What follows belongs to an exercise in optimizing a design on an open flow for small area and a short achievable clock period; a production flow would make more cautious choices. Where RTL was checked, it was by simulation tests only, not by an equivalence proof against the original. The clock port is modelled as an ideal driver; clocking choices that lean on that would not hold on a real chip. Power and IR drop assume default switching activity.

==> flow/design.v <==
module map_xlate (
    input  wire        clk,
    input  wire        rst,             
    input  wire        cfg_we,
    input  wire [4:0]  cfg_addr,
    input  wire [63:0] cfg_wdata,
    input  wire        req_valid,
    input  wire [39:0] req_addr,
    input  wire        req_kt3,
    output reg         resp_valid,
    output reg  [4:0]  resp_column,
    output reg  [15:0] resp_row,
    output reg  [3:0]  resp_bank,
    output reg  [1:0]  resp_rank,
    output reg  [3:0]  resp_channel,
    output reg  [2:0]  resp_stack,
    output reg  [3:0]  resp_region,
    output reg         resp_unmapped
);
    localparam NREG  = 16;
    localparam NMASK = 13;
    localparam K     = 2;      
    integer n, j;
    reg        rg_mode  [0:NREG-1];
    reg [3:0]  rg_size  [0:NREG-1];    
    reg [9:0]  rg_nb    [0:NREG-1];    
    reg [9:0]  rg_rb    [0:NREG-1];
    reg        rg_lock  [0:NREG-1];
    reg [17:0] mk_mask  [0:NMASK-1];   
    reg        mk_lock  [0:NMASK-1];
    wire [3:0] w_size = cfg_wdata[7:4];
    wire [3:0] w_code = rst             ? 4'd15 :
                        !cfg_wdata[0]   ? 4'd15 :
                        (w_size > 4'd10) ? 4'd10 : w_size;
    wire       w_lock = !rst && cfg_wdata[63];
    reg [NREG-1:0]  en_r;
    reg [NMASK-1:0] en_m;
    reg [3:0] dec_hi;
    reg [7:0] dec_lo;
    always @* begin
        for (n = 0; n < 4; n = n + 1) dec_hi[n] = cfg_we && cfg_addr[4:3] == n;
        for (n = 0; n < 8; n = n + 1) dec_lo[n] = cfg_addr[2:0] == n;
        for (n = 0; n < NREG; n = n + 1)
            en_r[n] = dec_hi[n / 8] && dec_lo[n % 8] && !rg_lock[n];
        for (n = 0; n < NMASK; n = n + 1)
            en_m[n] = dec_hi[(NREG + n) / 8] && dec_lo[(NREG + n) % 8] && !mk_lock[n];
    end
    always @(posedge clk) begin
        for (n = 0; n < NREG; n = n + 1) begin
            if (rst || en_r[n]) begin
                rg_size[n]      <= w_code;
                rg_nb[n][1:0]   <= ~cfg_wdata[17:16];
                rg_lock[n]      <= w_lock;
            end
        end
        for (n = 0; n < NMASK; n = n + 1) begin
            if (rst || en_m[n])
                mk_lock[n] <= w_lock;
        end
    end
    reg                 c_rst;
    reg [NREG-1:0]      c_en_r;
    reg [NMASK-1:0]     c_en_m;
    always @(posedge clk) begin
        c_rst  <= rst;
        c_en_r <= rst ? {NREG{1'b0}}  : en_r;
        c_en_m <= rst ? {NMASK{1'b0}} : en_m;
    end
    reg        q_v;
    reg [39:5] q_a;
    reg        q_k;
    wire [63:0] c_d;
    assign c_d[63:42] = 22'd0;
    assign c_d[41:40] = q_a[15:14];
    assign c_d[39:16] = q_a[39:16];
    assign c_d[15:8]  = 8'd0;
    assign c_d[7:4]   = q_a[12:9];
    assign c_d[3:2]   = 2'd0;
    assign c_d[1]     = q_a[13];
    assign c_d[0]     = 1'b0;
    wire [3:0] c_size = c_d[7:4];
    wire [9:0] c_szm  = (10'd1 << c_size) - 10'd1;
    wire       c_wf   = (c_size <= 4'd10) && ((c_d[25:16] & c_szm) == 10'd0)
                                          && ((c_d[41:32] & c_szm) == 10'd0);
    always @(posedge clk) begin
        for (n = 0; n < NREG; n = n + 1) begin
            if (c_en_r[n]) begin
                rg_mode[n]      <= c_d[1];
                rg_nb[n][9:2]   <= ~c_d[25:18];
                rg_rb[n]        <= {c_d[41:33], c_d[32] | !c_wf};
            end
        end
        for (n = 0; n < NMASK; n = n + 1) begin
            if (c_rst || c_en_m[n])
                mk_mask[n] <= c_rst ? 18'd0 : c_d[38:21];
        end
    end
    reg [9:0] tm [0:NREG-1];
    always @* begin
        for (n = 0; n < NREG; n = n + 1)
            for (j = 0; j < 10; j = j + 1)
                tm[n][j] = (j < rg_size[n]);
    end
    wire [9:0] x0 = req_addr[38:29];
    reg [15:0] c0_d, z0_d;
    reg        c, z, dj;
    always @* begin
        for (n = 0; n < NREG; n = n + 1) begin
            c = 1'b1;
            z = 1'b1;
            for (j = 0; j < K; j = j + 1) begin
                dj = x0[j] ^ rg_nb[n][j] ^ c;
                c  = (x0[j] & rg_nb[n][j]) | ((x0[j] | rg_nb[n][j]) & c);
                z  = z & (!dj | tm[n][j]);
            end
            c0_d[n] = c;
            z0_d[n] = z;
        end
    end
    reg [15:0] q_c, q_z;
    always @(posedge clk) begin
        q_v <= req_valid & ~rst;
        q_a <= req_valid ? req_addr[39:5]
                         : {cfg_wdata[39:16], cfg_wdata[41:40], cfg_wdata[1], cfg_wdata[7:4], req_addr[8:5]};
        q_k <= req_kt3;
        q_c <= c0_d;
        q_z <= z0_d;
    end
    wire [9:0] x1 = q_a[38:29];
    reg [15:0] hit_d;
    reg        c1, z1, dj1;
    always @* begin
        for (n = 0; n < NREG; n = n + 1) begin
            c1 = q_c[n];
            z1 = q_z[n];
            for (j = K; j < 10; j = j + 1) begin
                dj1 = x1[j] ^ rg_nb[n][j] ^ c1;
                c1 = (x1[j] & rg_nb[n][j]) | ((x1[j] | rg_nb[n][j]) & c1);
                z1 = z1 & (!dj1 | tm[n][j]);
            end
            hit_d[n] = !q_a[39] && (rg_size[n] != 4'd15) && c1 && z1;
        end
    end
    reg        p_v;
    reg [38:5] p_a;
    reg        p_k;
    reg [15:0] hit;
    always @(posedge clk) begin
        p_v <= q_v & ~rst;
        p_a <= q_a[38:5];
        p_k <= q_k;
        hit <= hit_d;
    end
    reg        any, multi;
    reg        s_mode;
    reg [3:0]  s_size, s_reg;
    reg [9:0]  s_rb;
    always @* begin
        any = 1'b0; multi = 1'b0;
        s_mode = 1'b0; s_size = 4'd0; s_rb = 10'd0; s_reg = 4'd0;
        for (n = 0; n < NREG; n = n + 1) begin
            multi  = multi | (any & hit[n]);
            any    = any | hit[n];
            s_mode = s_mode | (hit[n] & rg_mode[n]);
            s_size = s_size | ({4{hit[n]}} & rg_size[n]);
            s_rb   = s_rb   | ({10{hit[n]}} & rg_rb[n]);
            s_reg  = s_reg  | ({4{hit[n]}} & n[3:0]);
        end
    end
    wire s_wf   = (s_size == 4'd0) || !s_rb[0];
    wire mapped = any && !multi && s_wf;      
    reg [9:0] t;
    always @* for (j = 0; j < 10; j = j + 1) t[j] = (j < s_size);
    wire [17:0] a_m = p_a[38:21] & {18{~p_k}};
    reg  [12:0] selbits;
    always @* begin
        for (n = 0; n < NMASK; n = n + 1)
            selbits[n] = p_a[8 + n] ^ (p_k & p_a[23 + n]) ^ (^(a_m & mk_mask[n]));
    end
    wire [22:0] a_sh = p_a[38:16] >> s_size;
    wire [12:0] ord  = a_sh[12:0];
    wire [15:0] ra  = s_mode ? p_a[25:10] : p_a[38:23];
    wire [15:0] row = {(ra[15:6] & t) | s_rb, ra[5:0]};
    always @(posedge clk) begin
        resp_valid    <= p_v & ~rst;
        resp_unmapped <= !mapped;
        resp_region   <= mapped ? s_reg : 4'd0;
        resp_row      <= mapped ? row : 16'd0;
        resp_column   <= mapped ? (s_mode ? p_a[9:5] : {p_a[22:21], p_a[7:5]}) : 5'd0;
        resp_channel  <= mapped ? (s_mode ? ord[9:6]   : selbits[3:0])  : 4'd0;
        resp_stack    <= mapped ? (s_mode ? ord[12:10] : selbits[6:4])  : 3'd0;
        resp_bank     <= mapped ? (s_mode ? ord[3:0]   : selbits[10:7]) : 4'd0;
        resp_rank     <= mapped ? (s_mode ? ord[5:4]   : selbits[12:11]): 2'd0;
    end
endmodule
clock: 16.0 ns
lec_check: 0
cap_margin: 20
core_margin: 2
core_utilization: 55
slew_margin: 55
standard.sh (not shown) runs the stock make flow with config.mk's settings and CLKGATE_MAP_FILE= SYNTH_SCRIPT=/design/flow/synth_recipe.tcl, a recipe that flattens the netlist after the stock synthesis.
==> flow/flow/run.sh <==
#!/bin/bash
# Layout flow: the standard flow (standard.sh: the standard synthesis and
# ORFS steps) with these changes:
# - the buffers that ORFS puts on every input and output port are
#   sky130_fd_sc_hd__buf_4 instead of the slow delay cell (clkdlybuf4s50_1)
#   that buffer_ports picks by default; every port still gets its own buffer;
# - clock tree synthesis runs with ORFS's default arguments plus
#   -dont_use_dummy_load (no dead clock loads) and sinks clustered
#   by up to 26 within 90 um;
# - after clock tree synthesis, flow/post_cts.tcl gives the registers that
#   drive the output ports drive strength 2 (same cell type) and legalizes.
# The full output of the run goes to flow_standard.log here; each ORFS step
# keeps its own log under orfs/logs.
set -euo pipefail
here=$(pwd)
bash standard.sh \
  "BUFFER_PORTS_ARGS=-buffer_cell sky130_fd_sc_hd__buf_4" \
  "CTS_ARGS=-sink_clustering_enable -repair_clock_nets -dont_use_dummy_load -sink_clustering_size 26 -sink_clustering_max_diameter 90" \
  "POST_CTS_TCL=$here/flow/post_cts.tcl" \
  finish > flow_standard.log 2>&1
==> flow/flow/post_cts.tcl <==
# POST_CTS hook: give the registers that drive the output ports a stronger
# drive (sky130_fd_sc_hd__dfxtp_1 -> dfxtp_2, same cell type), then
# legalize the placement again. Nothing else changes.
set block [ord::get_db_block]
set count 0
foreach bterm [$block getBTerms] {
  if {[$bterm getIoType] ne "OUTPUT"} { continue }
  set net [$bterm getNet]
  if {$net eq "NULL"} { continue }
  foreach it [$net getITerms] {
    if {![$it isOutputSignal]} { continue }
    set buf [$it getInst]
    foreach bit [$buf getITerms] {
      if {![$bit isInputSignal]} { continue }
      set inet [$bit getNet]
      if {$inet eq "NULL"} { continue }
      foreach dit [$inet getITerms] {
        if {![$dit isOutputSignal]} { continue }
        set ff [$dit getInst]
        if {[[$ff getMaster] getName] eq "sky130_fd_sc_hd__dfxtp_1"} {
          replace_cell [$ff getName] sky130_fd_sc_hd__dfxtp_2
          incr count
        }
      }
    }
  }
}
puts "post_cts: upsized $count output registers"
detailed_placement
check_placement -verbose
Next try:
--- a/flow/design.v
+++ b/flow/design.v
@@ -60,25 +60,15 @@
     end
     reg                 c_rst;
     reg [NREG-1:0]      c_en_r;
     reg [NMASK-1:0]     c_en_m;
+    reg [63:0]          c_d;           
     always @(posedge clk) begin
         c_rst  <= rst;
         c_en_r <= rst ? {NREG{1'b0}}  : en_r;
         c_en_m <= rst ? {NMASK{1'b0}} : en_m;
+        c_d    <= cfg_wdata;
     end
-    reg        q_v;
-    reg [39:5] q_a;
-    reg        q_k;
-    wire [63:0] c_d;
-    assign c_d[63:42] = 22'd0;
-    assign c_d[41:40] = q_a[15:14];
-    assign c_d[39:16] = q_a[39:16];
-    assign c_d[15:8]  = 8'd0;
-    assign c_d[7:4]   = q_a[12:9];
-    assign c_d[3:2]   = 2'd0;
-    assign c_d[1]     = q_a[13];
-    assign c_d[0]     = 1'b0;
     wire [3:0] c_size = c_d[7:4];
     wire [9:0] c_szm  = (10'd1 << c_size) - 10'd1;
     wire       c_wf   = (c_size <= 4'd10) && ((c_d[25:16] & c_szm) == 10'd0)
                                           && ((c_d[41:32] & c_szm) == 10'd0);
@@ -116,13 +106,15 @@
             c0_d[n] = c;
             z0_d[n] = z;
         end
     end
+    reg        q_v;
+    reg [39:5] q_a;
+    reg        q_k;
     reg [15:0] q_c, q_z;
     always @(posedge clk) begin
         q_v <= req_valid & ~rst;
-        q_a <= req_valid ? req_addr[39:5]
-                         : {cfg_wdata[39:16], cfg_wdata[41:40], cfg_wdata[1], cfg_wdata[7:4], req_addr[8:5]};
+        q_a <= req_addr[39:5];
         q_k <= req_kt3;
         q_c <= c0_d;
         q_z <= z0_d;
     end
What happened: The changed run completed with no timing, DRC or antenna violations; wire length fell by 2.2%; flip-flop and latch count went up by 31; cell count does not change; design area is higher by 0.83%; sequential power rose by about 2%; sequential share of layout area rises by 1.0 points; clock-buffer cell count is unchanged; fmax stays flat; combinational power is lower by 22%.

* * *

Setup of v31:
map_xlate, a different RTL version from the one above (not shown whole).
Size: about 2500 cells after synthesis, roughly 820 flip-flops, about 150 I/O pins, roughly 0.035 mm2 of cells after synthesis.
==> module map_xlate, before the edit <==
module map_xlate (
    input  wire        clk,
    input  wire        rst,             
    input  wire        cfg_we,
    input  wire [4:0]  cfg_addr,
    input  wire [63:0] cfg_wdata,
    input  wire        req_valid,
    input  wire [39:0] req_addr,
    input  wire        req_kt3,
    output reg         resp_valid,
    output reg  [4:0]  resp_column,
    output reg  [15:0] resp_row,
    output reg  [3:0]  resp_bank,
    output reg  [1:0]  resp_rank,
    output reg  [3:0]  resp_channel,
    output reg  [2:0]  resp_stack,
    output reg  [3:0]  resp_region,
    output reg         resp_unmapped
);
    localparam NREG  = 16;
    localparam NMASK = 13;
    localparam K     = 2;      
    integer n, j;
    reg        rg_mode  [0:NREG-1];
    reg [3:0]  rg_size  [0:NREG-1];    
    reg [9:0]  rg_base  [0:NREG-1];
    reg [9:1]  rg_rb    [0:NREG-1];
    reg        rg_rb0   [0:NREG-1];    
    reg        rg_lock  [0:NREG-1];
    reg [17:0] mk_mask  [0:NMASK-1];   
    reg        mk_lock  [0:NMASK-1];
    wire [3:0] d_size = cfg_wdata[7:4];
    wire [9:0] d_szm  = (10'd1 << d_size) - 10'd1;
    wire       d_wf   = (d_size <= 4'd10) && ((cfg_wdata[25:16] & d_szm) == 10'd0)
                                          && ((cfg_wdata[41:32] & d_szm) == 10'd0);
    wire [3:0] d_code = !cfg_wdata[0]    ? 4'd15 :
                        (d_size > 4'd10) ? 4'd10 : d_size;
    wire [3:0]  w_code = rst ? 4'd15  : d_code;
    wire [17:0] w_mask = rst ? 18'd0  : cfg_wdata[38:21];
    wire        w_lock = !rst && cfg_wdata[63];
    always @(posedge clk) begin
        for (n = 0; n < NREG; n = n + 1) begin
            if (rst || (cfg_we && cfg_addr == n && !rg_lock[n])) begin
                rg_mode[n]  <= cfg_wdata[1];
                rg_size[n]  <= w_code;
                rg_base[n]  <= cfg_wdata[25:16];
                rg_rb[n]    <= cfg_wdata[41:33];
                rg_lock[n]  <= w_lock;
            end
        end
        for (n = 0; n < NMASK; n = n + 1) begin
            if (rst || (cfg_we && cfg_addr == NREG + n && !mk_lock[n])) begin
                mk_mask[n] <= w_mask;
                mk_lock[n] <= w_lock;
            end
        end
    end
    reg        f_en;
    reg [3:0]  f_idx;
    reg        f_val;
    always @(posedge clk) begin
        f_en  <= cfg_we && !rst && !cfg_addr[4] && !rg_lock[cfg_addr[3:0]];
        f_idx <= cfg_addr[3:0];
        f_val <= cfg_wdata[32] | !d_wf;
        for (n = 0; n < NREG; n = n + 1) begin
            if (rst)
                rg_rb0[n] <= 1'b0;
            else if (f_en && f_idx == n)
                rg_rb0[n] <= f_val;
        end
    end
    reg [9:0] tm [0:NREG-1];
    always @* begin
        for (n = 0; n < NREG; n = n + 1)
            for (j = 0; j < 10; j = j + 1)
                tm[n][j] = (j < rg_size[n]);
    end
    wire [9:0] x0 = req_addr[38:29];
    reg [15:0] c0_d, z0_d;
    reg        c, z, dj;
    always @* begin
        for (n = 0; n < NREG; n = n + 1) begin
            c = 1'b1;
            z = 1'b1;
            for (j = 0; j < K; j = j + 1) begin
                dj = x0[j] ^ ~rg_base[n][j] ^ c;
                c  = (x0[j] & ~rg_base[n][j]) | ((x0[j] | ~rg_base[n][j]) & c);
                z  = z & (!dj | tm[n][j]);
            end
            c0_d[n] = c;
            z0_d[n] = z;
        end
    end
    reg        q_v;
    reg [39:5] q_a;
    reg        q_k;
    reg [15:0] q_c, q_z;
    always @(posedge clk) begin
        q_v <= req_valid & ~rst;
        q_a <= req_addr[39:5];
        q_k <= req_kt3;
        q_c <= c0_d;
        q_z <= z0_d;
    end
    wire [9:0] x1 = q_a[38:29];
    reg [15:0] hit_d;
    always @* begin
        for (n = 0; n < NREG; n = n + 1) begin
            c = q_c[n];
            z = q_z[n];
            for (j = K; j < 10; j = j + 1) begin
                dj = x1[j] ^ ~rg_base[n][j] ^ c;
                c  = (x1[j] & ~rg_base[n][j]) | ((x1[j] | ~rg_base[n][j]) & c);
                z  = z & (!dj | tm[n][j]);
            end
            hit_d[n] = (rg_size[n] != 4'd15) && c && z;
        end
    end
    reg        p_v;
    reg [39:5] p_a;
    reg        p_k;
    reg [15:0] hit;
    always @(posedge clk) begin
        p_v <= q_v & ~rst;
        p_a <= q_a;
        p_k <= q_k;
        hit <= hit_d;
    end
    reg        any, multi;
    reg        s_mode;
    reg [3:0]  s_size, s_reg;
    reg [9:0]  s_rb;
    always @* begin
        any = 1'b0; multi = 1'b0;
        s_mode = 1'b0; s_size = 4'd0; s_rb = 10'd0; s_reg = 4'd0;
        for (n = 0; n < NREG; n = n + 1) begin
            multi  = multi | (any & hit[n]);
            any    = any | hit[n];
            s_mode = s_mode | (hit[n] & rg_mode[n]);
            s_size = s_size | ({4{hit[n]}} & rg_size[n]);
            s_rb   = s_rb   | ({10{hit[n]}} & {rg_rb[n], rg_rb0[n]});
            s_reg  = s_reg  | ({4{hit[n]}} & n[3:0]);
        end
    end
    wire s_wf   = (s_size == 4'd0) || !s_rb[0];
    wire mapped = !p_a[39] && any && !multi && s_wf;
    reg [9:0] t;
    always @* for (j = 0; j < 10; j = j + 1) t[j] = (j < s_size);
    wire [17:0] a_m = p_a[38:21] & {18{~p_k}};
    reg  [12:0] selbits;
    always @* begin
        for (n = 0; n < NMASK; n = n + 1)
            selbits[n] = p_a[8 + n] ^ (p_k & p_a[23 + n]) ^ (^(a_m & mk_mask[n]));
    end
    wire [22:0] a_sh = p_a[38:16] >> s_size;
    wire [12:0] ord  = a_sh[12:0];
    wire [15:0] ra  = s_mode ? p_a[25:10] : p_a[38:23];
    wire [15:0] row = {(ra[15:6] & t) | s_rb, ra[5:0]};
    always @(posedge clk) begin
        resp_valid    <= p_v & ~rst;
        resp_unmapped <= !mapped;
        resp_region   <= mapped ? s_reg : 4'd0;
        resp_row      <= mapped ? row : 16'd0;
        resp_column   <= mapped ? (s_mode ? p_a[9:5] : {p_a[22:21], p_a[7:5]}) : 5'd0;
        resp_channel  <= mapped ? (s_mode ? ord[9:6]   : selbits[3:0])  : 4'd0;
        resp_stack    <= mapped ? (s_mode ? ord[12:10] : selbits[6:4])  : 3'd0;
        resp_bank     <= mapped ? (s_mode ? ord[3:0]   : selbits[10:7]) : 4'd0;
        resp_rank     <= mapped ? (s_mode ? ord[5:4]   : selbits[12:11]): 2'd0;
    end
endmodule
clock: 16.0 ns
lec_check: 0
cap_margin: 20
core_margin: 2
core_utilization: 55
slew_margin: 20
==> flow/flow/run.sh <==
#!/bin/bash
# Layout flow: the standard flow (standard.sh: the standard synthesis and
# ORFS steps) with two changes:
# - the buffers that ORFS puts on every input and output port are
#   sky130_fd_sc_hd__buf_4 instead of the slow delay cell (clkdlybuf4s50_1)
#   that buffer_ports picks by default; every port still gets its own buffer;
# - clock tree synthesis runs with ORFS's default arguments plus
#   -dont_use_dummy_load (no dead clock loads) and sinks clustered
#   by up to 30 within 100 um.
# The full output of the run goes to flow_standard.log here; each ORFS step
# keeps its own log under orfs/logs.
set -euo pipefail
bash standard.sh \
  "BUFFER_PORTS_ARGS=-buffer_cell sky130_fd_sc_hd__buf_4" \
  "CTS_ARGS=-sink_clustering_enable -repair_clock_nets -dont_use_dummy_load -sink_clustering_size 30 -sink_clustering_max_diameter 100" \
  finish > flow_standard.log 2>&1
Input-level comparison between v12 and v31:
diff --git a/flow/design.v b/flow/design.v
--- a/flow/design.v
+++ b/flow/design.v
@@ -19,7 +19,7 @@
 );
     localparam NREG  = 16;
     localparam NMASK = 13;
-    localparam K     = 2;      
+    localparam K     = 3;      
     integer n, j;
     reg        rg_mode  [0:NREG-1];
     reg [3:0]  rg_size  [0:NREG-1];    
--- outcome ---
v31 and v12 ended up with roughly the same clock-cell share of area.
Looking only at time the worst path needs with I/O delays and setup, and setting everything else aside, the lower value of v31 and v12 goes to v31.
Per the comparison of v12 with v31, leakage power summed over all cells has decreased; core utilization has decreased; critical path's largest stage delay has increased.
v12 has register-to-register path setup slack below what v31 had.
On sequential cell count of the final layout, v31 tracks v12 almost exactly.
The net switching share of the total power of v31 and that of v12 are within noise of each other.
In terms of power, v31 and v12 differ only marginally.
Re worst hold slack: v12 is 6.7 ps up on v31.
Delta (v12 minus v31): area of combinational cells with multiple inputs climbed about 2.4%, logic depth of the worst setup path including buffers dropped 2.
The design area of v31 and that of v12 are within noise of each other.
In v12, the worst setup slack came out 730 ps below the value in v31.
No run of this note included a check of the RTL's function; only the layout flow was run.

-- re-timing with driven ports --
How much do the figures lean on ideal ports? The routed layouts below were timed once more, with nothing changed but the port constraints.
Step 1 (the two cells are an assumption about what drives the block):
set clk [get_ports {clk}]
set_driving_cell -lib_cell sky130_fd_sc_hd__clkbuf_16 $clk
set_driving_cell -lib_cell sky130_fd_sc_hd__buf_2 [delete_from_list [all_inputs] $clk]
Step 2 moves the port delays by t, midway between the first and last clock arrival at a register: inputs arrive t later, outputs are due t later. That takes back most of the time a late clock gives input paths.
Three values: ideal ports, drivers, drivers and shift; two values: the first two.
run | t (ns) | setup slack, ns | worst setup path after step 2 | clock arrival spread, ns | pins driven straight from the clock port
the first run of note 1 | 0.647 | 11.733 / 11.670 / 11.185 | input to register | 0.049 / 0.049 | 1
the second run of note 1 | 0.663 | 11.740 / 11.672 / 11.164 | input to register | 0.035 / 0.035 | 1
v31 | 0.625 | 11.141 / 11.179 / 10.554 | input to register | 0.072 / 0.073 | 1
v12 | 0.654 | 10.407 / 10.447 / 9.793 | input to register | 0.040 / 0.040 | 1
After both steps setup and hold are still met in every run listed. For v12, which loses most, drivers alone change the setup slack by +0.040 ns; drivers and shift together by -0.614 ns.
